From an optimization exercise on the open Yosys and OpenROAD flow, aimed at small area; shortcuts taken in it are not production practice. Function was checked by simulation only, so behaviour that the tests miss may differ from the original.

`design/flow/design.v`:
```
module aes_sbox (
    input  wire [7:0] a,
    output wire [7:0] y
);
  wire U0=a[7],U1=a[6],U2=a[5],U3=a[4],U4=a[3],U5=a[2],U6=a[1],U7=a[0];
  wire T1=U0^U3, T2=U0^U5, T3=U0^U6, T4=U3^U5, T5=U4^U6, T6=T1^T5, T7=U1^U2, T8=U7^T6;
  wire T9=U7^T7, T10=T6^T7, T11=U1^U5, T12=U2^U5, T13=T3^T4, T14=T6^T11, T15=T5^T11;
  wire T16=T5^T12, T17=T9^T16, T18=U3^U7, T19=T7^T18, T20=T1^T19, T21=U6^U7, T22=T7^T21;
  wire T23=T2^T22, T24=T2^T10, T25=T20^T17, T26=T3^T16, T27=T1^T12;
  wire M1=T13&T6, M2=T23&T8, M3=T14^M1, M4=T19&U7, M5=M4^M1, M6=T3&T16, M7=T22&T9;
  wire M8=T26^M6, M9=T20&T17, M10=M9^M6, M11=T1&T15, M12=T4&T27, M13=M12^M11;
  wire M14=T2&T10, M15=M14^M11, M16=M3^M2, M17=M5^T24, M18=M8^M7, M19=M10^M15;
  wire M20=M16^M13, M21=M17^M15, M22=M18^M13, M23=M19^T25, M24=M22^M23, M25=M22&M20;
  wire M26=M21^M25, M27=M20^M21, M28=M23^M25, M29=M28&M27, M30=M26&M24, M31=M20&M23;
  wire M32=M27&M31, M33=M27^M25, M34=M21&M22, M35=M24&M34, M36=M24^M25, M37=M21^M29;
  wire M38=M32^M33, M39=M23^M30, M40=M35^M36, M41=M38^M40, M42=M37^M39, M43=M37^M38;
  wire M44=M39^M40, M45=M42^M41, M46=M44&T6, M47=M40&T8, M48=M39&U7, M49=M43&T16;
  wire M50=M38&T9, M51=M37&T17, M52=M42&T15, M53=M45&T27, M54=M41&T10, M55=M44&T13;
  wire M56=M40&T23, M57=M39&T19, M58=M43&T3, M59=M38&T22, M60=M37&T20, M61=M42&T1;
  wire M62=M45&T4, M63=M41&T2;
  wire L0=M61^M62, L1=M50^M56, L2=M46^M48, L3=M47^M55, L4=M54^M58, L5=M49^M61;
  wire L6=M62^L5, L7=M46^L3, L8=M51^M59, L9=M52^M53, L10=M53^L4, L11=M60^L2;
  wire L12=M48^M51, L13=M50^L0, L14=M52^M61, L15=M55^L1, L16=M56^L0, L17=M57^L1;
  wire L18=M58^L8, L19=M63^L4, L20=L0^L1, L21=L1^L7, L22=L3^L12, L23=L18^L2;
  wire L24=L15^L9, L25=L6^L10, L26=L7^L9, L27=L8^L10, L28=L11^L14, L29=L11^L17;
  assign y[7]=L6^L24; assign y[6]=~(L16^L26); assign y[5]=~(L19^L28); assign y[4]=L6^L21;
  assign y[3]=L20^L22; assign y[2]=L25^L29; assign y[1]=~(L13^L27); assign y[0]=~(L6^L23);
endmodule
module graft_core (
    input  wire         clk,
    input  wire         rst,             
    input  wire         start,           
    input  wire         op,              
    input  wire         erase,           
    input  wire [255:0] root_key,
    input  wire         root_256,        
    input  wire [7:0]   kind,
    input  wire [63:0]  eui,
    input  wire [7:0]   epoch_rec,       
    input  wire [1:0]   epoch_sc,        
    input  wire         epoch_resolve,   
    output wire         busy,
    output wire         done,
    output wire         nokey,
    output wire [127:0] key_out
);
  function [7:0] xtime;
    input [7:0] b;
    xtime = {b[6:0], 1'b0} ^ (b[7] ? 8'h1b : 8'h00);
  endfunction
  function [7:0] slot_flags;
    input [4:0] r;
    input       k256;
    reg   [4:0] r0;
    begin
      r0 = k256 ? 5'd0 : 5'd4;
      slot_flags = {r >= r0 && r <= 5'd14,
                    r == r0,
                    r == 5'd14,
                    r > r0 && r < 5'd14,
                    r == r0,
                    k256 && r == 5'd1,
                    !k256 || !r[0],
                    r == 5'd19};
    end
  endfunction
  reg         busy_r;
  reg         done_r;
  reg         op_r;
  reg         nokey_pend;   
  reg         k1_valid;
  reg         klen;         
  reg [4:0]   oh;           
  reg [4:0]   rd;           
  reg         f_aes, f_first, f_last, f_mc, f_plo, f_phi, f_rot, f_fin;
  reg [39:0]  row0;         
  reg [31:0]  row1;
  reg [31:0]  row2;
  reg [31:0]  row3;
  reg [319:0] kreg;         
  reg [127:0] k1r;          
  reg [1:0]   kph;          
  reg [3:0]   ksel;         
  assign busy  = busy_r;
  assign done  = done_r;
  assign nokey = nokey_pend;
  wire ph0    = oh[0];
  wire ccyc   = f_aes && !ph0;                 
  wire finish = busy_r && f_fin && ph0;        
  wire accept = start && !busy_r;
  wire [31:0] kw0 = kreg[31:0];
  wire [31:0] kw5 = kreg[191:160];
  wire [31:0] kw8 = kreg[287:256];
  wire [31:0] kw9 = kreg[319:288];      
  wire [3:0] ridx = klen ? {1'b0, rd[4:1]} : rd[3:0] - 4'd4;
  reg  [7:0] rcon;
  always @(*) begin
    case (ridx)
      4'd1:    rcon = 8'h01;
      4'd2:    rcon = 8'h02;
      4'd3:    rcon = 8'h04;
      4'd4:    rcon = 8'h08;
      4'd5:    rcon = 8'h10;
      4'd6:    rcon = 8'h20;
      4'd7:    rcon = 8'h40;
      4'd8:    rcon = 8'h80;
      4'd9:    rcon = 8'h1b;
      4'd10:   rcon = 8'h36;
      default: rcon = 8'h00;
    endcase
  end
  wire [3:0] plo = {4{f_plo}} & oh[3:0];
  wire [3:0] phi = {4{f_phi}} & oh[3:0];
  wire [31:0] pword = ({32{plo[0]}} & root_key[255:224]) | ({32{plo[1]}} & root_key[223:192]) |
                      ({32{plo[2]}} & root_key[191:160]) | ({32{plo[3]}} & root_key[159:128]) |
                      ({32{phi[0]}} & root_key[127:96])  | ({32{phi[1]}} & root_key[95:64]) |
                      ({32{phi[2]}} & root_key[63:32])   | ({32{phi[3]}} & root_key[31:0]);
  wire        portw = f_plo || f_phi;
  wire [31:0] diag  = {row0[7:0], row1[7:0], row2[7:0], row3[7:0]};
  wire [31:0] sb_in = ph0 ? kw8 : diag;
  wire [31:0] sb_out;
  genvar gi;
  generate
    for (gi = 0; gi < 4; gi = gi + 1) begin : g_sbox
      aes_sbox u_sbox (.a(sb_in[8*gi +: 8]), .y(sb_out[8*gi +: 8]));
    end
  endgenerate
  wire [31:0] kf    = ({32{ph0 &&  f_rot}} & ({sb_out[23:0], sb_out[31:24]} ^ {rcon, 24'd0})) |
                      ({32{ph0 && !f_rot}} & sb_out) |
                      ({32{!ph0}} & kw9);
  wire [31:0] khead = klen ? kw0 : kw5;
  wire [31:0] kin   = pword | ((khead ^ kf) & {32{!portw}});
  wire        lwr  = busy_r && !op_r && f_last && !ph0;        
  wire [31:0] lw_k = ({32{ksel[0]}} & k1r[31:0])  | ({32{ksel[1]}} & k1r[63:32]) |
                     ({32{ksel[2]}} & k1r[95:64]) | ({32{ksel[3]}} & k1r[127:96]);
  wire        ln31 = (ksel[3] & k1r[31]) | (ksel[0] & k1r[63]) |   
                     (ksel[1] & k1r[95]) | (ksel[2] & k1r[127]);
  wire        l3   = oh[4];                                     
  wire [31:0] k1w  = {lw_k[30:0], ln31} ^ {24'd0, l3 & ln31, 4'd0, l3 & ln31, l3 & ln31, 1'b0};
  wire [7:0]  a0 = sb_out[31:24], a1 = sb_out[23:16], a2 = sb_out[15:8], a3 = sb_out[7:0];
  wire [7:0]  p01 = a0 ^ a1, p12 = a1 ^ a2, p23 = a2 ^ a3;
  wire [7:0]  tt = p01 ^ p23;
  wire [7:0]  u0 = tt ^ xtime(p01), u1 = tt ^ xtime(p12), xt = xtime(tt);
  wire [31:0] u = {u0, u1, u0 ^ xt, u1 ^ xt};
  wire [31:0] col = (f_first ? diag ^ k1w : sb_out) ^ kw9 ^ (u & {32{f_mc}});
  wire [1:0] ep_d    = epoch_sc - epoch_rec[1:0];
  wire [7:0] ep_full = !epoch_resolve ? epoch_rec :
                       (ep_d == 2'd3) ? epoch_rec - 8'd1 :
                                        epoch_rec + {6'd0, ep_d};
  wire [127:0] msg  = {8'h01, 8'h59, 8'h4c, kind, 8'h00, eui, ep_full, 8'h00, 8'h80};
  wire [127:0] init = (op && !busy_r) ? msg : 128'd0;
  wire         load = accept || (finish && nokey_pend);
  function [7:0] bsel;
    input [127:0] x;
    input integer c;
    input integer r;
    bsel = x[127 - 8*(4*c + r) -: 8];
  endfunction
  wire [39:0] init0 = {bsel(init, 3, 0), bsel(init, 2, 0), bsel(init, 1, 0), bsel(init, 0, 0), 8'd0};
  wire [31:0] init1 = {bsel(init, 2, 1), bsel(init, 1, 1), bsel(init, 0, 1), bsel(init, 3, 1)};
  wire [31:0] init2 = {bsel(init, 1, 2), bsel(init, 0, 2), bsel(init, 3, 2), bsel(init, 2, 2)};
  wire [31:0] init3 = {bsel(init, 0, 3), bsel(init, 3, 3), bsel(init, 2, 3), bsel(init, 1, 3)};
  assign key_out = {row0[7:0],   row1[31:24], row2[23:16], row3[15:8],
                    row0[15:8],  row1[7:0],   row2[31:24], row3[23:16],
                    row0[23:16], row1[15:8],  row2[7:0],   row3[31:24],
                    row0[31:24], row1[23:16], row2[15:8],  row3[7:0]};
  always @(posedge clk) begin
    kreg <= {kin, kreg[319:32]};
    k1r  <= {lwr ? col : k1r[31:0], k1r[127:32]};
    kph  <= (lwr && oh[1]) ? 2'd1 : kph + 2'd1;
    if (ccyc) begin
      row0 <= {col[31:24], row0[39:8]};
      row1 <= {col[23:16], row1[31:8]};
      row2 <= {col[15:8],  row2[31:8]};
      row3 <= {col[7:0],   row3[31:8]};
    end else if (load) begin
      row0 <= init0;
      row1 <= init1;
      row2 <= init2;
      row3 <= init3;
    end else begin
      row0 <= {row0[7:0],  row0[39:8]};
      row1 <= {row1[7:0],  row1[31:8]};
      row2 <= {row2[15:0], row2[31:16]};
      row3 <= {row3[23:0], row3[31:24]};
    end
  end
  always @(posedge clk) begin
    if (busy_r && !rst && !erase) begin
      oh <= {oh[3:0], oh[4]};
      if (oh[4]) begin
        rd <= rd + 5'd1;
        {f_aes, f_first, f_last, f_mc, f_plo, f_phi, f_rot, f_fin} <= slot_flags(rd + 5'd1, klen);
      end
    end else begin
      oh <= 5'b00001;
      rd <= 5'd0;
      {f_aes, f_first, f_last, f_mc, f_plo, f_phi, f_rot, f_fin} <= slot_flags(5'd0, root_256);
    end
    if (accept) begin
      op_r       <= op;
      klen       <= root_256;
      nokey_pend <= op && !k1_valid;
      ksel       <= op ? 4'd1 << (2'd2 - kph) : 4'd0;
    end
    if (rst || erase) begin
      busy_r   <= 1'b0;
      done_r   <= 1'b0;
      k1_valid <= 1'b0;
    end else begin
      done_r <= finish;
      if (accept)
        busy_r <= 1'b1;
      else if (finish) begin
        busy_r <= 1'b0;
        if (!op_r)
          k1_valid <= 1'b1;
      end
    end
  end
endmodule
```
`design/flow/flow/run.sh`:
```
#!/bin/bash
# Layout flow: the standard ORFS flow (standard.sh) with two changes:
#  - synthesis maps logic with an area-oriented ABC script (flow/abc_area.script)
#    instead of ORFS's delay-oriented one; everything else in the synthesis
#    script (synth_recipe.tcl, hence the registers) is unchanged;
#  - every input and output port still gets a buffer, a buf_1 instead of the
#    clkdlybuf4s50_1 that buffer_ports picks by default;
#  - clock tree synthesis clusters up to 20 flip-flops (60 um across) per
#    clkbuf_8 and inserts no dummy loads.
# Each tool writes its full log under orfs/logs/ (ORFS), and this script's
# own output goes to flow_run.log.
set -euo pipefail
W=$(pwd)
exec > >(tee -a "$W/flow_run.log") 2>&1

{
  echo 'proc abc {args} {'
  echo '  set i [lsearch -exact $args -script]'
  echo "  if {\$i >= 0} { lset args [expr {\$i + 1}] $W/flow/abc_area.script }"
  echo '  yosys abc {*}$args'
  echo '}'
  cat "$W/synth_recipe.tcl"
} > "$W/synth_area.tcl"

sed -e "s#SYNTH_SCRIPT=[^ ]*#SYNTH_SCRIPT=$W/synth_area.tcl BUFFER_PORTS_ARGS='-buffer_cell sky130_fd_sc_hd__buf_1' CTS_ARGS='-sink_clustering_enable -repair_clock_nets -dont_use_dummy_load -sink_clustering_size 20 -sink_clustering_max_diameter 60 -buf_list {sky130_fd_sc_hd__clkbuf_8}'#" \
    "$W/standard.sh" > "$W/standard_area.sh"
grep -n 'make ' "$W/standard_area.sh"
bash "$W/standard_area.sh" > "$W/standard_area.log" 2>&1
echo "flow done"
```
`design/flow/flow/abc_area.script`:
```
strash
dch -f
amap
strash
dch -f
amap
```
`design/flow/standard.sh`:
```
#!/bin/bash
# synth_recipe.tcl (not shown) runs the flow's synth.tcl, then flattens the netlist and writes it again
# the make line also repeats each setting of config.mk as NAME=value (left out here)
make -C /OpenROAD-flow-scripts/flow DESIGN_CONFIG=/design/flow/config.mk WORK_HOME=/design/flow/orfs CLKGATE_MAP_FILE= SYNTH_SCRIPT=/design/flow/synth_recipe.tcl "${@:-finish}"
```
`design/flow/config.mk`:
```
export PLATFORM = sky130hd
export DESIGN_NAME = graft_core
export DESIGN_NICKNAME = graft_core
export VERILOG_FILES = /design/flow/design.v
export SDC_FILE = /design/flow/constraint.sdc
export NUM_CORES = 8
export LEC_CHECK = 0
export CAP_MARGIN = 20
export CORE_MARGIN = 2
export CORE_UTILIZATION = 50
export GPL_ROUTABILITY_DRIVEN = 1
export PLACE_DENSITY_LB_ADDON = 0.1
export SLEW_MARGIN = 20
```
`design/flow/constraint.sdc`:
```
create_clock -name core_clock -period 9.0 [get_ports {clk}]
set_input_delay 1.8000 -clock core_clock [delete_from_list [all_inputs] [get_ports {clk}]]
set_output_delay 1.8000 -clock core_clock [all_outputs]
set_load 0.01 [all_outputs]
```
==> impl_results.md, run 1 <==
- DR vias: 23280
- Gr usage total: 0.3336
- CTS max path bufs: 3
- Max_slew headroom: 0.2849
- Worst Setup Start Kind: flop
- Die Ht: 222.2 um
- Pin slew with the least headroom to its limit: 1.073 ns
- Area of the core: 0.04675 mm2
- Unique masters post-synth: 44
- Total CTS buffers: 40
- Fmax achieved: 0.1182 GHz
- Largest net degree at the start of global routing: 66
- Pre-CTS setup slack: -0.1783 ns
- CTS H-tree lvls: 2
- Top FF cell, synth: dfxtp_1
- Synth-to-Final Area Change: 16.28%
- Largest area contributor in the netlist: dfxtp_1
- Ratio of cells with drive above 1 in the final layout: 0.06329
- CTS tree: yes
- Non-filler cells, final: 3847
- CP Class: reg -> reg
- Reg clk slew, reported paths: 0.11 ns
- Grt ovf: 0
- Num ports: 476
- Die W: 222.2 um
- Root Driver: clkbuf_8
- Maximum fanout along the worst path: 25
- DR WL/cell: 22.40 um
- Most used cell, CP: a21oi_1
- Endpoints failing hold: 0
- CTS sink count: 613
- Post-route ant nets: 0
- Antenna violations before repair: 1
- Worst-Skew Late Latency: 0.67 ns
- Crit. End Element: flop
- Worst path arrival time: 9.00 ns
- Worst setup margin: 0.5370 ns
- Syn Area/Cell: 8.864 um2
- Syn_nets: 3058
- Seq/Total Area, Yosys: 0.5197
- Yosys reg bits: 613
- IO Port Bufs: 475
- DP Cell Count: 3806
- Drt pass-1 iters: 9
- Clk_skew: 0.06996 ns
- Area share of the largest cell type after synthesis: 0.5070
- DP HPWL: 64480 um
- Vias in the first global route: 21210
- Post-synth EDFFs: 10
- Critical Path RT: 9.53 ns
- Fin area: 0.02768 mm2
- Final Critical Period: 8.463 ns
- Cts hold-fix bufs: 0
- Fin util: 0.5921
- Syn Inst Count: 2686
- DRT Wirelength: 86160 um
- Die ar.: 0.04938 mm2
- Worst min-delay path category: reg -> reg
- Final #Nets: 3613
- First-pass GRT wire length: 126600 um
- Fillers: 4196
- Multi-input combinational cell area: 0.01064 mm2
- Final setup fails: 0
- Via/cell ratio: 6.052
- Initial Util: 0.5092
- Ys async rst share: 0
- RD Place Congestion: 0.9747
- Slew Limit Fails: 0
- Synth top cells by count: dfxtp_1 (603), nor2_1 (378), clkinv_1 (272)
- Cell Area, Synth: 0.02381 mm2
- Period utilisation layout: 0.9403
- Site Rows: 79
- Post-placement cell area: 0.02673 mm2
- Status: no timing/DRC/antenna violations
- Sequential Area: 0.01237 mm2
- Iteration-0 DRC count of the detailed router: 2359
- Top-count cell post-synth: dfxtp_1
- Worst path slowest cell: a21oi_1
- Crit-path max cell delay: 0.48 ns
- DR DRC count: 0
- Synthesis Warnings: 1
- Max Cap Violations: 0
- Ranking of synthesized cells by area: dfxtp_1 (51%), o22ai_1 (7.0%), nor2_1 (6.0%)
- Hold_ws: 0.3172 ns
==> cell usage in the layout, fill, tap and decap left out, types with 3 or more instances in the layout <==
cell type  Yosys  layout
a211oi_1      22      21
a21o_1         3       3
a21oi_1      250     223
a21oi_2        0      26
a221o_1       16      16
a221oi_1      41      41
a222oi_1      97      97
a22o_1        77      77
a22oi_1       59      58
a31oi_1        8       7
buf_1          1     475
buf_4         32      70
clkbuf_8       0      40
clkinv_1     272     265
dfxtp_1      603     603
edfxtp_1      10      10
ha_1          26      26
inv_2          0       5
nand2_1      189     189
nand3_1       17      17
nand4_1        6       6
nand4b_1      14      14
nor2_1       378     368
nor2_4         0       8
nor2b_1       30      30
nor3_1         6       5
o21a_1         4       4
o21ai_0      208     187
o21ai_1        0      14
o21ai_2        0       6
o221ai_1      13      13
o22ai_1      265     231
o22ai_2        0      34
o31ai_1        6       4
or2_0          6       6
xnor2_1        4       3
xor2_1         6       6
==> flip-flops by register name (all words and copies together) (netlist names), 2 cells and up <==
name,count
k1r,128
kph,2
kreg,320
ksel,4
oh,5
rd,5
row0,40
row1,32
row2,32
row3,32
==> stage by stage <==
stage	TNS [ns]
finish	0
global route	-0.5742
CTS	0
detailed placement	-0.6842
global placement	-0.3308
floorplan	0
==> cells by family (layout without fill, tap and decap cells) <==
family | count (synthesis) | count (layout) | share of synthesized area
simple gates | 653 | 653 | 0.1125
flops | 613 | 613 | 0.5197
buf+inv | 305 | 858 | 0.05313
other cells | 0 | 1 | 0
fa+ha+maj | 27 | 27 | 0.01450
compound gates | 1078 | 1078 | 0.2966
xor+xnor | 10 | 10 | 0.003679
==> layout make-up <==
type                    instances  share of cell area
clock buffers                  40             0.01989
flip-flops and latches        613              0.4469
repair buffers                546             0.08411
inverters                     272             0.03706
multi-input cells            1768              0.3845
well taps                     607             0.02744
diodes                          1          0.00009040
==> metal layers <==
metal	vias up	track usage	part of all wire
li1	11070	-	-
met1	10860	0.4708	0.44
met2	1194	0.5237	0.44
met3	158	0.05435	0.094
met4	0	0.1046	0.031
met5	-	0	0
==> final timing paths <==
path	from	end	slack, ns	cells after the start
max	oh[0]	k1r[101]	0.54	39
min	kreg[228]	kreg[196]	0.32	0
max reg2reg	oh[0]	k1r[101]	0.54	39
min reg2reg	kreg[228]	kreg[196]	0.32	0
==> critical path, delay by kind of cell, from the launching register on <==
family / cells / cell delay, ns
adder cells (fa/ha/maj): 1 / 0.29
AO/OA/AOI/OAI: 20 / 4.78
AND/OR/NAND/NOR: 7 / 0.92
flip-flops: 1 / 0.39
buffers and inverters: 10 / 1.86
XOR/XNOR: 1 / 0.13
==> what timing repair did <==
item / in CTS / in global routing
gates resized for setup: 4 / 99
buffers inserted: 0 / 0
endpoints found under the setup margin: 8 / 65
==> run 2, diff against run 1 <==
--- a/design/flow/config.mk
+++ b/design/flow/config.mk
@@ -7,7 +7,7 @@
 export LEC_CHECK = 0
 export CAP_MARGIN = 20
 export CORE_MARGIN = 2
-export CORE_UTILIZATION = 50
+export CORE_UTILIZATION = 30
 export GPL_ROUTABILITY_DRIVEN = 1
 export PLACE_DENSITY_LB_ADDON = 0.1
 export SLEW_MARGIN = 20
==> impl_results.md, run 2 <==
- Syn Inst Count: 2686
- Post-route ant nets: 0
- Max reg flops: 320
- Ranking of synthesized cells by area: dfxtp_1 (51%), o22ai_1 (7.0%), nor2_1 (6.0%)
- Syn_nets: 3058
- IO Port Bufs: 475
- Vias in the first global route: 21450
- DR vias: 22510
- RSZ-0062 raised after global routing: false
- Total CTS buffers: 51
- Crit-path max cell delay: 0.45 ns
- Grt ovf: 0
- Status: no timing/DRC/antenna violations
- Largest area contributor in the netlist: dfxtp_1
- Ratio of cells with drive above 1 in the final layout: 0.06495
- Reg clk slew, reported paths: 0.11 ns
- Drt pass-1 iters: 8
- Final #Nets: 3638
- Synth top cells by count: dfxtp_1 (603), nor2_1 (378), clkinv_1 (272)
- Crit. End Element: flop
- CP Class: reg -> reg
- Cell Area, Synth: 0.02381 mm2
- DR WL/cell: 22.73 um
- Most common cell after layout, fill and taps aside: dfxtp_1
- Commonest non-fill, non-tap cells in the layout: dfxtp_1 (603), buf_1 (475), nor2_1 (367)
- Max_slew headroom: 0.2466
- Yosys reg bits: 613
- Iteration-0 DRC count of the detailed router: 2039
- Via/cell ratio: 5.212
- Endpoints failing hold: 0
- Top FF cell, synth: dfxtp_1
- Fin util: 0.3610
- Biggest register: kreg
- Synthesis Warnings: 1
- Post-synth EDFFs: 10
- Synth-to-Final Area Change: 19.39%
- Worst path arrival time: 8.73 ns
- Syn Area/Cell: 8.864 um2
- Post-CTS Setup Inserts: 0
- Seq/Total Area, Yosys: 0.5197
- RD Place Congestion: 0.9139
- CTS tree: yes
- Num ports: 476
- Worst min-delay path category: reg -> reg
- Top-count cell post-synth: dfxtp_1
- Pin slew with the least headroom to its limit: 1.130 ns
- Gr usage total: 0.2303
- Antenna violations before repair: 5
- DRT Wirelength: 98130 um
- Die Ht: 285.7 um
- Worst path slowest cell: o22ai_1
- Worst-Skew Late Latency: 0.69 ns
- Cts hold-fix bufs: 0
- Root Driver: clkbuf_8
- Ys async rst share: 0
- Fmax achieved: 0.1218 GHz
- Final setup fails: 0
- CTS max path bufs: 3
- Period utilisation layout: 0.9123
- Slew Limit Fails: 0
- Max Cap Violations: 0
- Worst Setup Start Kind: flop
- Maximum fanout along the worst path: 11
- Largest net degree at the start of global routing: 79
- Final Critical Period: 8.211 ns
- Top flop regs: kreg: 320 flops, k1r: 128 flops, row0: 40 flops
- CTS H-tree lvls: 2
- First-pass GRT wire length: 140900 um
- Die W: 285.7 um
- CTS sink count: 613
- Unique masters post-synth: 44
- Initial Util: 0.3024
- Worst setup margin: 0.7892 ns
- Hold_ws: 0.2721 ns
- Area of the core: 0.07874 mm2
- DR DRC count: 0
- Critical Path RT: 9.52 ns
- Site Rows: 103
- Clk_skew: 0.06274 ns
- DP HPWL: 74510 um
- Pre-CTS setup slack: -0.4429 ns
- Area share of the largest cell type after synthesis: 0.5070
- Die ar.: 0.08163 mm2
## run 2: cell counts after synthesis
No cell type changed its count.
## run 2: cells by family after synthesis
logic type | Yosys count | share of synthesized area
compound gates | 1078 | 0.2966
xor+xnor | 10 | 0.003679
fa+ha+maj | 27 | 0.01450
buf+inv | 305 | 0.05313
flops | 613 | 0.5197
simple gates | 653 | 0.1125
## run 2: final timing paths
check	from	to	slack, ns	cells after the start
min	kreg[194]	kreg[162]	0.27	0
max reg2reg	oh[0]	k1r[101]	0.79	37
max	oh[0]	k1r[101]	0.79	37
min reg2reg	kreg[194]	kreg[162]	0.27	0
## run 2: routing by layer
| metal | share of wire | GRT usage | routed length (um) |
|---|---|---|---|
| met5 | 0 | 0 | 0 |
| met3 | 0.055 | 0.03062 | 5420 |
| met4 | 0.018 | 0.05262 | 1812 |
| met1 | 0.47 | 0.3266 | 46520 |
| met2 | 0.45 | 0.3713 | 44370 |
## run 2: layout make-up
type	instances	area [um2]
antenna	4	10.01
multi-input combinational	1768	10550
clock buffer	51	701.9
sequential	613	12370
tap	1050	1314
fill	8144	50320
timing repair buffer	560	2459
inverter	272	1023
## run 2: critical path, delay by kind of cell, from the launching register on
kind	cells	cell delay (ns)
buffers and inverters	8	1.38
and+or+nand+nor	7	0.82
adders and majority gates	1	0.32
DFF	1	0.41
AOI/OAI and AO/OA	21	5.18
## run 2: repair_timing
item	CTS	global route
endpoints found under the setup margin	34	68
hold endpoints to repair	0	0
cloned	0	0
gates resized for setup	9	75
pin swaps	0	0
## run 2: per-stage QoR
stage | setup TNS (ns) | instance area, um2 | cells
floorplan | 0 | 23820 | 2686
global placement | -0.8674 | 27400 | 4262
detailed placement | -5.215 | 27400 | 4262
CTS | 0 | 28130 | 4313
global route | 0 | 28420 | 4315
finish | 0 | 28420 | 4318
==> run 3, diff against run 2 <==
--- a/design/flow/config.mk
+++ b/design/flow/config.mk
@@ -7,7 +7,7 @@
 export LEC_CHECK = 0
 export CAP_MARGIN = 20
 export CORE_MARGIN = 2
-export CORE_UTILIZATION = 30
+export CORE_UTILIZATION = 40
 export GPL_ROUTABILITY_DRIVEN = 1
 export PLACE_DENSITY_LB_ADDON = 0.1
 export SLEW_MARGIN = 20
==> impl_results.md, run 3 <==
- Ranking of synthesized cells by area: dfxtp_1 (51%), o22ai_1 (7.0%), nor2_1 (6.0%)
- Drt pass-1 iters: 7
- Die Ht: 248.0 um
- Num ports: 476
- Area of the core: 0.05891 mm2
- First-pass GRT wire length: 130900 um
- Seq/Total Area, Yosys: 0.5197
- Syn_nets: 3058
- Reg2Reg Launch Point: oh[0]
- Fmax achieved: 0.1188 GHz
- Max_slew headroom: 0.2472
- Synthesis Warnings: 1
- CTS tree: yes
- RD Place Congestion: 0.9684
- CTS H-tree lvls: 2
- Syn Inst Count: 2686
- Initial Util: 0.4042
- Final #Nets: 3627
- Antenna violations before repair: 4
- Non-filler cells, final: 4028
- Hold path cells: 0
- Worst Setup Start Kind: flop
- Maximum fanout along the worst path: 11
- Top FF cell, synth: dfxtp_1
- Clk_skew: 0.07397 ns
- Top flop regs: kreg: 320 flops, k1r: 128 flops, row0: 40 flops
- Hold EP: kreg[95]
- Cell Area, Synth: 0.02381 mm2
- Top-count cell post-synth: dfxtp_1
- Total CTS buffers: 44
- Synth-to-Final Area Change: 17.36%
- Pin slew with the least headroom to its limit: 1.127 ns
- Final Critical Period: 8.418 ns
- Die W: 248.0 um
- Slew Limit Fails: 0
- Vias in the first global route: 20780
- DP Cell Count: 3981
- DRT Wirelength: 92290 um
- DR WL/cell: 22.91 um
- Max reg flops: 320
- Via/cell ratio: 5.670
- Post-CTS Setup Inserts: 0
- Setup TNS: 0 ns
- Worst path arrival time: 8.89 ns
- CP Class: reg -> reg
- Status: no timing/DRC/antenna violations
- Critical R2R Capture: row3[26]
- CTS sink count: 613
- Synth top cells by count: dfxtp_1 (603), nor2_1 (378), clkinv_1 (272)
- Ratio of cells with drive above 1 in the final layout: 0.06179
- Root Driver: clkbuf_8
- Final setup fails: 0
- DR vias: 22840
- Largest area contributor in the netlist: dfxtp_1
- R2R cell count: 40
- Ys async rst share: 0
- Critical Path RT: 9.47 ns
- Unique masters post-synth: 44
- Most used cell, CP: nor2_1
- Post-synth EDFFs: 10
- Area share of the largest cell type after synthesis: 0.5070
- Critical hold path startpoint: kreg[127]
- Largest net degree at the start of global routing: 67
- Crit. End Element: flop
- Iteration-0 DRC count of the detailed router: 2050
- Endpoints failing hold: 0
- Commonest non-fill, non-tap cells in the layout: dfxtp_1 (603), buf_1 (475), nor2_1 (365)
- Site Rows: 89
- Grt ovf: 0
- Syn Area/Cell: 8.864 um2
- Max Cap Violations: 0
- Period utilisation layout: 0.9354
- IO Port Bufs: 475
- Post-route ant nets: 0
- Biggest register: kreg
- Worst-Skew Late Latency: 0.67 ns
- Worst path slowest cell: dfxtp_1
- DP HPWL: 69170 um
- Most common cell after layout, fill and taps aside: dfxtp_1
- CTS max path bufs: 3
- Reg clk slew, reported paths: 0.11 ns
- Yosys reg bits: 613
- Gr usage total: 0.2863
- Worst min-delay path category: reg -> reg
- Reg2reg setup slack: 0.58 ns
- Die ar.: 0.06149 mm2
- Crit-path max cell delay: 0.43 ns
- DR DRC count: 0
run 3: what timing repair did:
| item | 4_1_cts | 5_1_grt |
|---|---|---|
| resized for setup | 5 | 82 |
| endpoints found under the setup margin | 14 | 66 |
| hold buffers | 0 | 0 |
run 3: how the worst max path moves through the flow:
stage | start | endpoint | slack (ns) | depth (start not counted)
floorplan | oh[0] | k1r[107] | 0.15 | 41
global placement | oh[0] | k1r[107] | -0.34 | 41
detailed placement | oh[0] | k1r[107] | -0.29 | 41
CTS | oh[0] | k1r[107] | 0.02 | 42
global route | oh[0] | k1r[101] | -0.06 | 39
finish | oh[0] | row3[26] | 0.58 | 40
run 3: per-layer routing:
metal,part of all wire,wire (um),global-route usage,vias up
li1,-,-,-,11090
met1,0.46,42310,0.4091,10710
met2,0.44,40710,0.4490,916
met3,0.071,6528,0.03503,124
met4,0.030,2724,0.09035,2
met5,0.00014,13,0,-
run 3: stage by stage:
step | hold WS (ns) | instance area [um2] | utilization | setup WS, ns
floorplan | 0.3096 | 23820 | - | 0.1477
global placement | 0.3099 | 27020 | 0.4587 | -0.3378
detailed placement | 0.3121 | 27020 | 0.4587 | -0.2935
CTS | 0.2855 | 27640 | 0.4691 | 0.02275
global route | 0.2843 | 27940 | 0.4743 | -0.06376
finish | 0.2819 | 27940 | 0.4743 | 0.5817
run 3: logic make-up after synthesis:
kind of cell	count (synthesis)	synth area share
AOI/OAI and AO/OA	1078	0.2966
xor gates and xnor gates	10	0.003679
adders and majority gates	27	0.01450
buffers and inverters	305	0.05313
DFF	613	0.5197
and+or+nand+nor	653	0.1125
run 3: worst max-delay path: cells and delay by family, from the launching register on:
| family | cells | cell delay [ns] |
|---|---|---|
| fa+ha+maj | 1 | 0.30 |
| flops | 1 | 0.43 |
| simple gates | 11 | 1.17 |
| buf+inv | 6 | 0.93 |
| compound gates | 22 | 5.38 |
run 3: layout make-up:
| cell class | instances | area (um2) |
|---|---|---|
| Clock buffer | 44 | 605.6 |
| Tap cell | 773 | 967.2 |
| Multi-Input combinational cell | 1768 | 10550 |
| Inverter | 272 | 1027 |
| Timing Repair Buffer | 556 | 2414 |
| Fill cell | 5812 | 30970 |
| Sequential cell | 613 | 12370 |
| Antenna cell | 2 | 5.005 |
==> run 4, diff against run 3 <==
--- a/design/flow/config.mk
+++ b/design/flow/config.mk
@@ -9,5 +9,5 @@
 export CORE_MARGIN = 2
 export CORE_UTILIZATION = 40
 export GPL_ROUTABILITY_DRIVEN = 1
-export PLACE_DENSITY_LB_ADDON = 0.1
+export PLACE_DENSITY_LB_ADDON = 0.3
 export SLEW_MARGIN = 20
==> impl_results.md, run 4 <==
- DP Cell Count: 3967
- Syn Inst Count: 2686
- Seq/Total Area, Yosys: 0.5197
- GRT met2 Usage: 0.4002
- Fin area: 0.02780 mm2
- DRT Wirelength: 85210 um
- DR vias: 22470
- Post-CTS Setup Inserts: 0
- Area of the core: 0.05891 mm2
- Hold_ws: 0.2428 ns
- Critical Path RT: 9.49 ns
- Final #Nets: 3613
- RD Place Congestion: 0.9592
- Post-route ant nets: 0
- Buf/Inv on CP: 10
- CP Class: reg -> reg
- Grt ovf: 0
- Non-filler cells, final: 4014
- Pre-CTS setup slack: -0.03078 ns
- Top FF cell, synth: dfxtp_1
- DR DRC count: 0
- Reg2reg setup slack: 0.67 ns
- Worst min-delay path category: reg -> reg
- First-pass GRT wire length: 121400 um
- Slew Limit Fails: 0
- CTS max path bufs: 3
- Die ar.: 0.06149 mm2
- Yosys reg bits: 613
- CTS H-tree lvls: 2
- Worst setup margin: 0.6669 ns
- R2R cell count: 41
- GR peak layer: met2
- Drt pass-1 iters: 9
- Top-count cell post-synth: dfxtp_1
- Antenna violations before repair: 6
- Most used cell, CP: nor2_1
- Syn_nets: 3058
- Crit-path max cell delay: 0.42 ns
- Grt met3 use: 0.04996
- Cell Area, Synth: 0.02381 mm2
- Fmax achieved: 0.1200 GHz
- Crit. End Element: flop
- Post-placement cell area: 0.02691 mm2
- Initial Util: 0.4042
- Commonest non-fill, non-tap cells in the layout: dfxtp_1 (603), buf_1 (475), nor2_1 (368)
- Maximum fanout along the worst path: 9
- Max_slew headroom: 0.2236
- Reg2Reg Launch Point: oh[0]
- Iteration-0 DRC count of the detailed router: 2599
- Period utilisation layout: 0.9259
- Largest net degree at the start of global routing: 80
- Ranking of synthesized cells by area: dfxtp_1 (51%), o22ai_1 (7.0%), nor2_1 (6.0%)
- Worst Setup Start Kind: flop
- Critical hold path startpoint: kreg[237]
- Post-synth EDFFs: 10
- Ys async rst share: 0
- CP delay by family, top: compound AO/OA/AOI/OAI gates
- CTS tree: yes
- Die W: 248.0 um
- DP HPWL: 64180 um
- Unique masters post-synth: 44
- Hold path cells: 0
- Top flop regs: kreg: 320 flops, k1r: 128 flops, row0: 40 flops
- Clk_skew: 0.09786 ns
- Endpoints failing hold: 0
- IO Port Bufs: 475
- Num ports: 476
- Worst-Skew Late Latency: 0.66 ns
- Site Rows: 89
- Cts hold-fix bufs: 0
- Most common cell after layout, fill and taps aside: dfxtp_1
- Vias in the first global route: 19910
- Fin util: 0.4719
- Root Driver: clkbuf_8
- Total CTS buffers: 45
- Area share of the largest cell type after synthesis: 0.5070
- Max Cap Violations: 0
- Syn Area/Cell: 8.864 um2
- Synth top cells by count: dfxtp_1 (603), nor2_1 (378), clkinv_1 (272)
- Met1 Use GR: 0.3739
- Largest area contributor in the netlist: dfxtp_1
- Status: no timing/DRC/antenna violations
- DR WL/cell: 21.23 um
- Final Critical Period: 8.333 ns
- Synthesis Warnings: 1
- CTS sink count: 613
- Synth-to-Final Area Change: 16.76%
- Pin slew with the least headroom to its limit: 1.165 ns
- Reg clk slew, reported paths: 0.12 ns
- Via/cell ratio: 5.599
- Gr usage total: 0.2639
- Biggest register: kreg
- Final setup fails: 0
- Worst path slowest cell: a22oi_1
- Max reg flops: 320
- Die Ht: 248.0 um
- Hold EP: kreg[205]
- Ratio of cells with drive above 1 in the final layout: 0.05496
- Critical R2R Capture: k1r[97]
- Worst path arrival time: 8.83 ns
run 4: cell counts after synthesis:
Identical to the previous run, type by type.
run 4: metrics by stage:
step / setup TNS, ns
finish: 0
global route: -0.1685
CTS: 0
detailed placement: -0.07236
global placement: 0
floorplan: 0
run 4: kinds of logic (layout without fill, tap and decap cells):
kind of cell | count (synthesis) | count (layout) | synth area share
AND/OR/NAND/NOR | 653 | 653 | 0.1125
other | 0 | 2 | 0
AO/OA/AOI/OAI | 1078 | 1078 | 0.2966
XOR/XNOR | 10 | 10 | 0.003679
flip-flops | 613 | 613 | 0.5197
adder cells (fa/ha/maj) | 27 | 27 | 0.01450
buffers and inverters | 305 | 858 | 0.05313
run 4: metal layers:
metal / vias to the layer above / part of all wire
met4: 2 / 0.034
met2: 1074 / 0.42
li1: 11060 / -
met3: 151 / 0.091
met1: 10190 / 0.45
met5: - / 0.00011
run 4: timing repair:
item                                    4_1_cts  5_1_grt
endpoints found under the setup margin        5       65
pin swaps                                     0        1
gates resized for setup                       4       70
run 4: area by class of cell:
cell class | instances | area, um2
fillers | 5786 | 31110
flip-flops and latches | 613 | 12370
multi-input cells | 1768 | 10510
repair buffers | 541 | 2291
inverters | 272 | 1040
well taps | 773 | 967.2
clock buffers | 45 | 619.3
diodes | 2 | 5.005
run 4: worst max-delay path by stage:
stage               slack [ns]  cells past startpoint  start       end
floorplan                 0.15                     41  oh[0]  k1r[107]
global route             -0.05                     38  oh[0]   k1r[99]
detailed placement       -0.03                     43  oh[0]  row3[28]
global placement         0.006                     40  oh[0]  k1r[105]
CTS                       0.08                     40  oh[0]  k1r[105]
finish                    0.67                     41  oh[0]   k1r[97]
==> run 5, diff against run 4 <==
--- a/design/flow/config.mk
+++ b/design/flow/config.mk
@@ -9,5 +9,5 @@
 export CORE_MARGIN = 2
 export CORE_UTILIZATION = 40
 export GPL_ROUTABILITY_DRIVEN = 1
-export PLACE_DENSITY_LB_ADDON = 0.3
+export PLACE_DENSITY_LB_ADDON = 0.0
 export SLEW_MARGIN = 20
==> impl_results.md, run 5 <==
- Vias in the first global route: 20730
- Area of the core: 0.05891 mm2
- Antenna violations before repair: 2
- Max reg flops: 320
- Critical Path RT: 9.49 ns
- DP Cell Count: 3970
- Final setup fails: 0
- Non-filler cells, final: 4017
- R2R cell count: 37
- RD Place Congestion: 0.9647
- Ranking of synthesized cells by area: dfxtp_1 (51%), o22ai_1 (7.0%), nor2_1 (6.0%)
- DP HPWL: 69290 um
- Reg2Reg Launch Point: oh[0]
- Area share of the largest cell type after synthesis: 0.5070
- Reg clk slew, reported paths: 0.12 ns
- CP delay by family, top: compound AO/OA/AOI/OAI gates
- Syn Inst Count: 2686
- Max_slew headroom: 0.2754
- Iteration-0 DRC count of the detailed router: 2290
- Yosys reg bits: 613
- Cts hold-fix bufs: 0
- Hold path cells: 0
- Pin slew with the least headroom to its limit: 1.076 ns
- Syn_nets: 3058
- CTS max path bufs: 3
- Largest area contributor in the netlist: dfxtp_1
- Crit. End Element: flop
- Gr usage total: 0.2854
- DR vias: 22710
- Root Driver: clkbuf_8
- First-pass GRT wire length: 130900 um
- Maximum fanout along the worst path: 16
- Setup crit start: oh[0]
- Fillers: 5816
- Die Ht: 248.0 um
- Hold EP: kreg[36]
- Ratio of cells with drive above 1 in the final layout: 0.07000
- Buf/Inv on CP: 10
- Worst min-delay path category: reg -> reg
- Post-synthesis adder-cell area fraction: 0.01450
- Critical R2R Capture: k1r[112]
- Die W: 248.0 um
- Top FF cell, synth: dfxtp_1
- Crit-path max cell delay: 0.80 ns
- Pre-CTS setup slack: -0.5038 ns
- IO Port Bufs: 475
- Fmax achieved: 0.1186 GHz
- Post-synthesis mux area share: 0
- Final #Nets: 3617
- Final Critical Period: 8.429 ns
- DRT Wirelength: 91900 um
- Commonest non-fill, non-tap cells in the layout: dfxtp_1 (603), buf_1 (475), nor2_1 (365)
- CTS sink count: 613
- Period utilisation layout: 0.9366
- Main combinational cell family by area after synthesis: compound AO/OA/AOI/OAI gates
- Most common cell after layout, fill and taps aside: dfxtp_1
- Initial Util: 0.4042
- Worst path arrival time: 8.92 ns
- Worst-Skew Late Latency: 0.66 ns
- Reg2reg setup slack: 0.57 ns
- Worst setup margin: 0.5709 ns
- Largest net degree at the start of global routing: 64
- Grt ovf: 0
- Seq/Total Area, Yosys: 0.5197
- Post-route ant nets: 0
- Worst path slowest cell: a21oi_1
- CTS tree: yes
- Synthesis Warnings: 1
- Post-synthesis xor/xnor area fraction: 0.003679
- Top flop regs: kreg: 320 flops, k1r: 128 flops, row0: 40 flops
- Synth-to-Final Area Change: 18.00%
- Ys async rst share: 0
- Status: no timing/DRC/antenna violations
- Endpoints failing hold: 0
- Post-synth EDFFs: 10
- Slew Limit Fails: 0
- Die ar.: 0.06149 mm2
- Drt pass-1 iters: 9
- Total CTS buffers: 44
- Syn Area/Cell: 8.864 um2
- DR WL/cell: 22.88 um
- CP Class: reg -> reg
- Area share of and/or/nand/nor cells after synthesis: 0.1125
- Max Cap Violations: 0
- Clk_skew: 0.06672 ns
- Critical hold path startpoint: kreg[68]
- DR DRC count: 0
- Num ports: 476
- Via/cell ratio: 5.654
- Unique masters post-synth: 44
- CTS H-tree lvls: 2
- Site Rows: 89
- Synth top cells by count: dfxtp_1 (603), nor2_1 (378), clkinv_1 (272)
- Cell Area, Synth: 0.02381 mm2
- Top-count cell post-synth: dfxtp_1
- Biggest register: kreg
- Worst Setup Start Kind: flop
- Post-synthesis compound-gate area fraction: 0.2966
[run 5: final cells by class]
type	instances	area, um2	area share
well taps	773	967.2	0.03443
flip-flops and latches	613	12370	0.4404
diodes	1	2.502	0.00008907
clock buffers	44	605.6	0.02156
repair buffers	546	2354	0.08378
inverters	272	1026	0.03652
multi-input cells	1768	10770	0.3832
[run 5: routing by layer]
metal / vias to the layer above / share of wire / track usage
met3: 98 / 0.064 / 0.03374
met4: 2 / 0.020 / 0.06428
li1: 11090 / - / -
met1: 10720 / 0.46 / 0.4099
met2: 810 / 0.45 / 0.4580
met5: - / 0.00014 / 0
[run 5: timing repair]
item / 4_1_cts / 5_1_grt
gates resized for setup: 13 / 115
setup endpoints to repair: 35 / 67
setup buffers: 0 / 2
pin swaps: 0 / 2
[run 5: worst max path at each step]
stage                to  slack [ns]  cells after the start
2_1_floorplan  k1r[107]        0.15                     41
3_3_place_gp    k1r[98]       -0.25                     40
3_5_place_dp   k1r[108]       -0.50                     42
4_1_cts         k1r[98]        0.02                     41
5_1_grt         k1r[97]       -0.12                     45
6_report       k1r[112]        0.57                     37
[run 5: cells by family (layout without fill, tap and decap cells)]
family,after synthesis,in the layout
buffers and inverters,305,862
and+or+nand+nor,653,653
adders and majority gates,27,27
other,0,1
AOI/OAI and AO/OA,1078,1078
xor gates and xnor gates,10,10
DFF,613,613
[run 5: metrics by stage]
step	TNS (ns)	hold slack, ns	area (um2)	util
finish	0	0.2616	28090	0.4769
CTS	0	0.2695	27600	0.4685
floorplan	0	0.3096	23820	-
global placement	-2.634	0.3096	26950	0.4575
detailed placement	-9.098	0.3121	26950	0.4575
global route	-0.5702	0.2623	28090	0.4769
==> run 6, diff against run 5 <==
--- a/design/flow/config.mk
+++ b/design/flow/config.mk
@@ -9,5 +9,5 @@
 export CORE_MARGIN = 2
 export CORE_UTILIZATION = 40
 export GPL_ROUTABILITY_DRIVEN = 1
-export PLACE_DENSITY_LB_ADDON = 0.0
+export PLACE_DENSITY_LB_ADDON = 0.2
 export SLEW_MARGIN = 20
==> impl_results.md, run 6 <==
- Final setup fails: 0
- DR DRC count: 0
- CTS max path bufs: 3
- Clk_skew: 0.07966 ns
- Worst path slowest cell: dfxtp_1
- Fillers: 5742
- Slew Limit Fails: 0
- Syn Area/Cell: 8.864 um2
- Iteration-0 DRC count of the detailed router: 2246
- Die Ht: 248.0 um
- CTS tree: yes
- Grt met3 use: 0.06228
- Crit. End Element: flop
- Largest net degree at the start of global routing: 79
- Top-count cell post-synth: dfxtp_1
- Non-filler cells, final: 4026
- Largest area contributor in the netlist: dfxtp_1
- Post-synth EDFFs: 10
- Synthesis Warnings: 1
- Worst min-delay path category: reg -> reg
- Most used cell, CP: nor2_1
- CTS sink count: 613
- Area share of and/or/nand/nor cells after synthesis: 0.1125
- Yosys reg bits: 613
- Crit-path max cell delay: 0.41 ns
- RD Place Congestion: 0.9722
- Fmax achieved: 0.1193 GHz
- Num ports: 476
- Post-synthesis xor/xnor area fraction: 0.003679
- Root Driver: clkbuf_8
- Setup TNS: 0 ns
- Via/cell ratio: 5.666
- Initial Util: 0.4042
- Met1 Use GR: 0.3798
- CTS H-tree lvls: 2
- Worst Setup Start Kind: flop
- Gr usage total: 0.2785
- Post-synthesis compound-gate area fraction: 0.2966
- DP Cell Count: 3979
- Endpoints failing hold: 0
- Synth-to-Final Area Change: 17.76%
- IO Port Bufs: 475
- Period utilisation layout: 0.9311
- GR peak layer: met2
- Final Critical Period: 8.380 ns
- GRT met2 Usage: 0.4299
- DR vias: 22810
- Pin slew with the least headroom to its limit: 1.048 ns
- Max reg flops: 320
- Die W: 248.0 um
- Antenna violations before repair: 4
- Syn_nets: 3058
- Area of the core: 0.05891 mm2
- Ranking of synthesized cells by area: dfxtp_1 (51%), o22ai_1 (7.0%), nor2_1 (6.0%)
- Die ar.: 0.06149 mm2
- Maximum fanout along the worst path: 39
- Site Rows: 89
- Post-synthesis adder-cell area fraction: 0.01450
- Buf/Inv on CP: 13
- Top FF cell, synth: dfxtp_1
- Most common cell after layout, fill and taps aside: dfxtp_1
- Main combinational cell family by area after synthesis: compound AO/OA/AOI/OAI gates
- Biggest register: kreg
- Top flop regs: kreg: 320 flops, k1r: 128 flops, row0: 40 flops
- DP HPWL: 68390 um
- Grt ovf: 0
- Cts hold-fix bufs: 0
- RSZ-0062 raised after global routing: true
- Ys async rst share: 0
- Total CTS buffers: 44
- Ratio of cells with drive above 1 in the final layout: 0.06921
- Synth top cells by count: dfxtp_1 (603), nor2_1 (378), clkinv_1 (272)
- Worst-Skew Late Latency: 0.68 ns
- Critical Path RT: 9.52 ns
- Commonest non-fill, non-tap cells in the layout: dfxtp_1 (603), buf_1 (475), nor2_1 (365)
- CP delay by family, top: compound AO/OA/AOI/OAI gates
- DRT Wirelength: 90000 um
- Final #Nets: 3625
- Post-synthesis mux area share: 0
- Drt pass-1 iters: 9
- Max_slew headroom: 0.2999
- Reg clk slew, reported paths: 0.11 ns
- Max Cap Violations: 0
- First-pass GRT wire length: 127300 um
- Cell Area, Synth: 0.02381 mm2
- Hold_ws: 0.2742 ns
- Vias in the first global route: 20710
- Unique masters post-synth: 44
- Area share of the largest cell type after synthesis: 0.5070
- Status: no timing/DRC/antenna violations
- Worst path arrival time: 8.90 ns
- DR WL/cell: 22.35 um
- Post-route ant nets: 0
- Syn Inst Count: 2686
- CP Class: reg -> reg
- Seq/Total Area, Yosys: 0.5197
run 6: cell counts after synthesis:
No cell type changed its count.
run 6: final timing paths:
check             cells past startpoint        to  slack, ns     start
setup / recovery                     46  k1r[107]       0.62     oh[0]
hold / removal                        0  kreg[46]       0.27  kreg[78]
setup reg to reg                     46  k1r[107]       0.62     oh[0]
hold reg to reg                       0  kreg[46]       0.27  kreg[78]
run 6: area by class of cell:
class / instances / area (um2) / area share
flip-flops and latches: 613 / 12370 / 0.4413
multi-input cells: 1768 / 10660 / 0.3802
repair buffers: 554 / 2401 / 0.08564
inverters: 272 / 1026 / 0.03659
well taps: 773 / 967.2 / 0.03450
clock buffers: 44 / 605.6 / 0.02160
diodes: 2 / 5.005 / 0.0001785
run 6: cell families (layout without fill, tap and decap cells):
| logic type | after synthesis | count (layout) |
|---|---|---|
| AOI/OAI and AO/OA | 1078 | 1078 |
| and+or+nand+nor | 653 | 653 |
| DFF | 613 | 613 |
| buffers and inverters | 305 | 870 |
| adders and majority gates | 27 | 27 |
| xor gates and xnor gates | 10 | 10 |
| other | 0 | 2 |
run 6: layer usage:
layer,vias up,part of all wire
met1,10610,0.44
met5,-,0.00016
met3,186,0.086
met4,2,0.039
met2,933,0.43
li1,11080,-
run 6: what timing repair did:
| item | 4_1_cts | 5_1_grt |
|---|---|---|
| pin swaps | 0 | 1 |
| gates resized for setup | 6 | 105 |
| setup buffers | 0 | 1 |
| setup endpoints to repair | 28 | 67 |
run 6: per-stage QoR:
stage,setup WS (ns),cell area (um2),utilization
5_1_grt,-0.1528,28040,0.4759
3_3_place_gp,-0.4569,27000,0.4584
4_1_cts,0.008560,27620,0.4689
6_report,0.6200,28040,0.4759
2_1_floorplan,0.1477,23820,-
3_5_place_dp,-0.4235,27000,0.4584
==> run 7, diff against run 6 <==
--- a/design/flow/flow/run.sh
+++ b/design/flow/flow/run.sh
@@ -22,7 +22,7 @@
   cat "$W/synth_recipe.tcl"
 } > "$W/synth_area.tcl"
 
-sed -e "s#SYNTH_SCRIPT=[^ ]*#SYNTH_SCRIPT=$W/synth_area.tcl BUFFER_PORTS_ARGS='-buffer_cell sky130_fd_sc_hd__buf_1' CTS_ARGS='-sink_clustering_enable -repair_clock_nets -dont_use_dummy_load -sink_clustering_size 20 -sink_clustering_max_diameter 60 -buf_list {sky130_fd_sc_hd__clkbuf_8}'#" \
+sed -e "s#SYNTH_SCRIPT=[^ ]*#SYNTH_SCRIPT=$W/synth_area.tcl BUFFER_PORTS_ARGS='-buffer_cell sky130_fd_sc_hd__buf_1' CTS_ARGS='-sink_clustering_enable -repair_clock_nets -dont_use_dummy_load -sink_clustering_size 30 -sink_clustering_max_diameter 60 -buf_list {sky130_fd_sc_hd__clkbuf_16}'#" \
     "$W/standard.sh" > "$W/standard_area.sh"
 grep -n 'make ' "$W/standard_area.sh"
 bash "$W/standard_area.sh" > "$W/standard_area.log" 2>&1
--- a/design/flow/config.mk
+++ b/design/flow/config.mk
@@ -9,5 +9,5 @@
 export CORE_MARGIN = 2
 export CORE_UTILIZATION = 40
 export GPL_ROUTABILITY_DRIVEN = 1
-export PLACE_DENSITY_LB_ADDON = 0.2
+export PLACE_DENSITY_LB_ADDON = 0.1
 export SLEW_MARGIN = 20
==> impl_results.md, run 7 <==
- R2R cell count: 42
- CTS sink count: 613
- Unique masters post-synth: 44
- Syn Area/Cell: 8.864 um2
- Worst-Skew Late Latency: 0.60 ns
- Ratio of cells with drive above 1 in the final layout: 0.06154
- Crit-path max cell delay: 0.48 ns
- Seq/Total Area, Yosys: 0.5197
- Largest net degree at the start of global routing: 67
- DP HPWL: 69170 um
- Hold EP: kreg[175]
- CTS tree: yes
- Endpoints failing hold: 0
- Cell Area, Synth: 0.02381 mm2
- Fmax achieved: 0.1204 GHz
- DRT Wirelength: 92130 um
- Ys async rst share: 0
- Post-route ant nets: 0
- CP Class: reg -> reg
- Yosys reg bits: 613
- DR vias: 22840
- Final #Nets: 3624
- DR DRC count: 0
- Drt pass-1 iters: 8
- Die ar.: 0.06149 mm2
- Biggest register: kreg
- Num ports: 476
- Die W: 248.0 um
- Clk_skew: 0.06969 ns
- CTS H-tree lvls: 2
- Synth-to-Final Area Change: 19.16%
- Worst path slowest cell: a21oi_1
- RD Place Congestion: 0.9684
- Final Critical Period: 8.309 ns
- Iteration-0 DRC count of the detailed router: 2117
- Hold path cells: 0
- Grt ovf: 0
- Synth top cells by count: dfxtp_1 (603), nor2_1 (378), clkinv_1 (272)
- IO Port Bufs: 475
- Critical Path RT: 9.40 ns
- Ranking of synthesized cells by area: dfxtp_1 (51%), o22ai_1 (7.0%), nor2_1 (6.0%)
- Final setup fails: 0
- Area share of the largest cell type after synthesis: 0.5070
- DP Cell Count: 3981
- Syn_nets: 3058
- CTS max path bufs: 3
- Via/cell ratio: 5.676
- Critical hold path startpoint: kreg[207]
- Setup TNS: 0 ns
- Root Driver: clkbuf_16
- Top FF cell, synth: dfxtp_1
- Top-count cell post-synth: dfxtp_1
- Non-filler cells, final: 4024
- Period utilisation layout: 0.9232
- Die Ht: 248.0 um
- Max reg flops: 320
- Reg2reg setup slack: 0.69 ns
- Reg clk slew, reported paths: 0.09 ns
- Commonest non-fill, non-tap cells in the layout: dfxtp_1 (603), buf_1 (475), nor2_1 (367)
- Gr usage total: 0.2867
- Largest area contributor in the netlist: dfxtp_1
- DR WL/cell: 22.90 um
- Slew Limit Fails: 0
- Initial Util: 0.4042
- Site Rows: 89
- Area of the core: 0.05891 mm2
- Worst min-delay path category: reg -> reg
- Max Cap Violations: 0
- Post-CTS Setup Inserts: 0
- Status: no timing/DRC/antenna violations
- Worst path arrival time: 8.71 ns
- Antenna violations before repair: 2
- Most common cell after layout, fill and taps aside: dfxtp_1
- Crit. End Element: flop
- Total CTS buffers: 41
- Post-synth EDFFs: 10
- Maximum fanout along the worst path: 11
- Critical R2R Capture: row0[39]
- Max_slew headroom: 0.2355
- Vias in the first global route: 20750
- Synthesis Warnings: 1
- Syn Inst Count: 2686
- First-pass GRT wire length: 131000 um
- Pin slew with the least headroom to its limit: 1.144 ns
- Reg2Reg Launch Point: oh[0]
- Top flop regs: kreg: 320 flops, k1r: 128 flops, row0: 40 flops
- Worst Setup Start Kind: flop
## run 7: area by class of cell
class	instances	area (um2)
fillers	5765	30540
repair buffers	556	2414
flip-flops and latches	613	12370
multi-input cells	1768	10560
well taps	773	967.2
diodes	1	2.502
inverters	272	1027
clock buffers	41	1026
## run 7: timing repair
| action | in CTS | in global routing |
|---|---|---|
| setup endpoints to repair | 14 | 66 |
| hold buffers | 0 | 0 |
| resized for setup | 5 | 80 |
## run 7: layer usage
layer	vias up	global-route usage	share of wire
li1	11100	-	-
met1	10700	0.4095	0.46
met2	916	0.4508	0.44
met3	124	0.03676	0.074
met4	2	0.08507	0.028
met5	-	0	0.00014
## run 7: how the worst max path moves through the flow
stage / startpoint / to / depth (start not counted)
2_1_floorplan: oh[0] / k1r[107] / 41
3_3_place_gp: oh[0] / k1r[107] / 41
3_5_place_dp: oh[0] / k1r[107] / 41
4_1_cts: oh[0] / k1r[107] / 42
5_1_grt: oh[0] / k1r[101] / 39
6_report: oh[0] / row0[39] / 42
## run 7: through the flow
step                        util  setup slack, ns  hold slack [ns]  instance area [um2]
after global placement    0.4587          -0.3378           0.3099                27020
after floorplan                -           0.1477           0.3096                23820
final                     0.4816           0.6911           0.2921                28370
after detailed placement  0.4587          -0.2935           0.3121                27020
after CTS                 0.4763          0.02874           0.2918                28060
after global routing      0.4815         -0.07224           0.2856                28370
## run 7: kinds of logic after synthesis
group / after synthesis / share of synthesized area
AOI/OAI and AO/OA: 1078 / 0.2966
and+or+nand+nor: 653 / 0.1125
DFF: 613 / 0.5197
buffers and inverters: 305 / 0.05313
adders and majority gates: 27 / 0.01450
xor gates and xnor gates: 10 / 0.003679
## run 7: critical path: cells and delay by family (launching register included)
kind / cells / cell delay, ns
AOI/OAI and AO/OA: 20 / 4.70
DFF: 1 / 0.42
buffers and inverters: 12 / 1.90
and+or+nand+nor: 9 / 0.84
adders and majority gates: 1 / 0.30
==> run 8, diff against run 7 <==
--- a/design/flow/flow/run.sh
+++ b/design/flow/flow/run.sh
@@ -22,7 +22,7 @@
   cat "$W/synth_recipe.tcl"
 } > "$W/synth_area.tcl"
 
-sed -e "s#SYNTH_SCRIPT=[^ ]*#SYNTH_SCRIPT=$W/synth_area.tcl BUFFER_PORTS_ARGS='-buffer_cell sky130_fd_sc_hd__buf_1' CTS_ARGS='-sink_clustering_enable -repair_clock_nets -dont_use_dummy_load -sink_clustering_size 30 -sink_clustering_max_diameter 60 -buf_list {sky130_fd_sc_hd__clkbuf_16}'#" \
+sed -e "s#SYNTH_SCRIPT=[^ ]*#SYNTH_SCRIPT=$W/synth_area.tcl BUFFER_PORTS_ARGS='-buffer_cell sky130_fd_sc_hd__buf_1' CTS_ARGS='-sink_clustering_enable -repair_clock_nets -dont_use_dummy_load -sink_clustering_size 25 -sink_clustering_max_diameter 60 -buf_list {sky130_fd_sc_hd__clkbuf_8 sky130_fd_sc_hd__clkbuf_16}'#" \
     "$W/standard.sh" > "$W/standard_area.sh"
 grep -n 'make ' "$W/standard_area.sh"
 bash "$W/standard_area.sh" > "$W/standard_area.log" 2>&1
==> impl_results.md, run 8 <==
- Status: no timing/DRC/antenna violations
- Site Rows: 89
- Pin slew with the least headroom to its limit: 1.152 ns
- Ratio of cells with drive above 1 in the final layout: 0.06275
- Crit. End Element: flop
- Setup crit start: oh[0]
- Critical Path RT: 9.43 ns
- Area share of the largest cell type after synthesis: 0.5070
- DP HPWL: 69170 um
- Hold_ws: 0.2925 ns
- Fmax achieved: 0.1194 GHz
- Syn Inst Count: 2686
- Gr usage total: 0.2873
- Die ar.: 0.06149 mm2
- Worst setup margin: 0.6277 ns
- RD Place Congestion: 0.9684
- Buf/Inv on CP: 7
- Unique masters post-synth: 44
- Syn_nets: 3058
- Top FF cell, synth: dfxtp_1
- GR peak layer: met2
- Cell Area, Synth: 0.02381 mm2
- CP Class: reg -> reg
- Synthesis Warnings: 1
- Final setup fails: 0
- Worst min-delay path category: reg -> reg
- Setup TNS: 0 ns
- Antenna violations before repair: 2
- Post-route ant nets: 0
- Area of the core: 0.05891 mm2
- Top-count cell post-synth: dfxtp_1
- First-pass GRT wire length: 131400 um
- DR DRC count: 0
- Post-synth EDFFs: 10
- Grt met3 use: 0.03601
- Largest net degree at the start of global routing: 67
- Post-CTS Setup Inserts: 0
- Sequential Area: 0.01237 mm2
- Fillers: 5759
- Most used cell, CP: a21oi_1
- Endpoints failing hold: 0
- GRT met2 Usage: 0.4499
- Top flop regs: kreg: 320 flops, k1r: 128 flops, row0: 40 flops
- CTS H-tree lvls: 2
- Largest area contributor in the netlist: dfxtp_1
- Met1 Use GR: 0.4105
- Non-filler cells, final: 4024
- Pre-CTS setup slack: -0.2935 ns
- Fin util: 0.4822
- Iteration-0 DRC count of the detailed router: 2260
- DR vias: 22930
- Total CTS buffers: 42
- Multi-input combinational cell area: 0.01058 mm2
- CTS sink count: 613
- Max reg flops: 320
- Maximum fanout along the worst path: 11
- IO Port Bufs: 475
- Num ports: 476
- Seq/Total Area, Yosys: 0.5197
- Synth-to-Final Area Change: 19.32%
- Worst-Skew Late Latency: 0.60 ns
- DP Cell Count: 3981
- Die W: 248.0 um
- Die Ht: 248.0 um
- CTS tree: yes
- Reg clk slew, reported paths: 0.09 ns
- Biggest register: kreg
- Antenna cells: 0
- Vias in the first global route: 20770
- Max Cap Violations: 0
- Critical hold path startpoint: kreg[226]
- Syn Area/Cell: 8.864 um2
- Clk_skew: 0.06572 ns
- Crit-path max cell delay: 0.43 ns
- Final Critical Period: 8.372 ns
- DRT Wirelength: 92410 um
- Most common cell after layout, fill and taps aside: dfxtp_1
- Synth top cells by count: dfxtp_1 (603), nor2_1 (378), clkinv_1 (272)
- Worst path arrival time: 8.80 ns
- Drt pass-1 iters: 7
- Max_slew headroom: 0.2302
- Worst Setup Start Kind: flop
- Root Driver: clkbuf_16
- Ranking of synthesized cells by area: dfxtp_1 (51%), o22ai_1 (7.0%), nor2_1 (6.0%)
- CP delay by family, top: compound AO/OA/AOI/OAI gates
- Yosys reg bits: 613
- CTS max path bufs: 3
- Post-placement cell area: 0.02702 mm2
- Initial Util: 0.4042
- DR WL/cell: 22.96 um
- Commonest non-fill, non-tap cells in the layout: dfxtp_1 (603), buf_1 (475), nor2_1 (365)
- Grt ovf: 0
- Ys async rst share: 0
- Via/cell ratio: 5.698
- Reg2Reg Launch Point: oh[0]
- Period utilisation layout: 0.9303
- Worst path slowest cell: dfxtp_1
- Final #Nets: 3625
- Fin area: 0.02841 mm2
- Slew Limit Fails: 0
## run 8: final timing paths
| kind | endpoint | slack [ns] | depth (start not counted) |
|---|---|---|---|
| max reg2reg | k1r[98] | 0.63 | 41 |
| min | kreg[194] | 0.29 | 0 |
| min reg2reg | kreg[194] | 0.29 | 0 |
| max | k1r[98] | 0.63 | 41 |
## run 8: logic make-up (layout without fill, tap and decap cells)
family	after synthesis	in the layout	share of synthesized area
AND/OR/NAND/NOR	653	653	0.1125
XOR/XNOR	10	10	0.003679
buffers and inverters	305	870	0.05313
flip-flops	613	613	0.5197
adder cells (fa/ha/maj)	27	27	0.01450
AO/OA/AOI/OAI	1078	1078	0.2966
## run 8: cell type report
| class | count | share of cell area |
|---|---|---|
| Inverter | 272 | 0.03616 |
| Tap cell | 773 | 0.03405 |
| Multi-Input combinational cell | 1768 | 0.3723 |
| Clock buffer | 42 | 0.03700 |
| Timing Repair Buffer | 556 | 0.08496 |
| Sequential cell | 613 | 0.4355 |
## run 8: repair_timing
item / 4_1_cts / 5_1_grt
hold buffers: 0 / 0
gates resized for setup: 6 / 85
gates cloned: 0 / 0
endpoints found under the setup margin: 18 / 66
## run 8: routing by layer
layer  vias up  wire length, um
li1      11090                -
met1     10800            42370
met2       898            40800
met3       138             6396
met4         2             2831
met5         -               13

-- re-timing with driven ports --
In the flow no input, the clock included, has a driving cell. The finished layouts below were timed again as built, in two steps. Step 1 (the two cells are an assumption about what drives the block):
set clk [get_ports {clk}]
set_driving_cell -lib_cell sky130_fd_sc_hd__clkbuf_16 $clk
set_driving_cell -lib_cell sky130_fd_sc_hd__buf_2 [delete_from_list [all_inputs] $clk]
Step 2 moves the port delays by t, midway between the first and last clock arrival at a register: inputs arrive t later, outputs are due t later. That takes back most of the time a late clock gives input paths. Slacks: no drivers / after step 1 / after step 2; pairs: no drivers / after step 1.
run	t (ns)	setup slack, ns	worst setup path after step 2
run 1	0.692	0.537 / 0.537 / 0.537	register to register
run 2	0.720	0.789 / 0.789 / 0.789	register to register
run 3	0.696	0.582 / 0.582 / 0.582	register to register
run 4	0.679	0.667 / 0.667 / 0.667	register to register
run 5	0.691	0.571 / 0.571 / 0.571	register to register
run 6	0.702	0.620 / 0.620 / 0.620	register to register
run 7	0.629	0.691 / 0.691 / 0.691	register to register
run 8	0.633	0.628 / 0.628 / 0.628	register to register
After both steps every run listed still meets setup and hold.
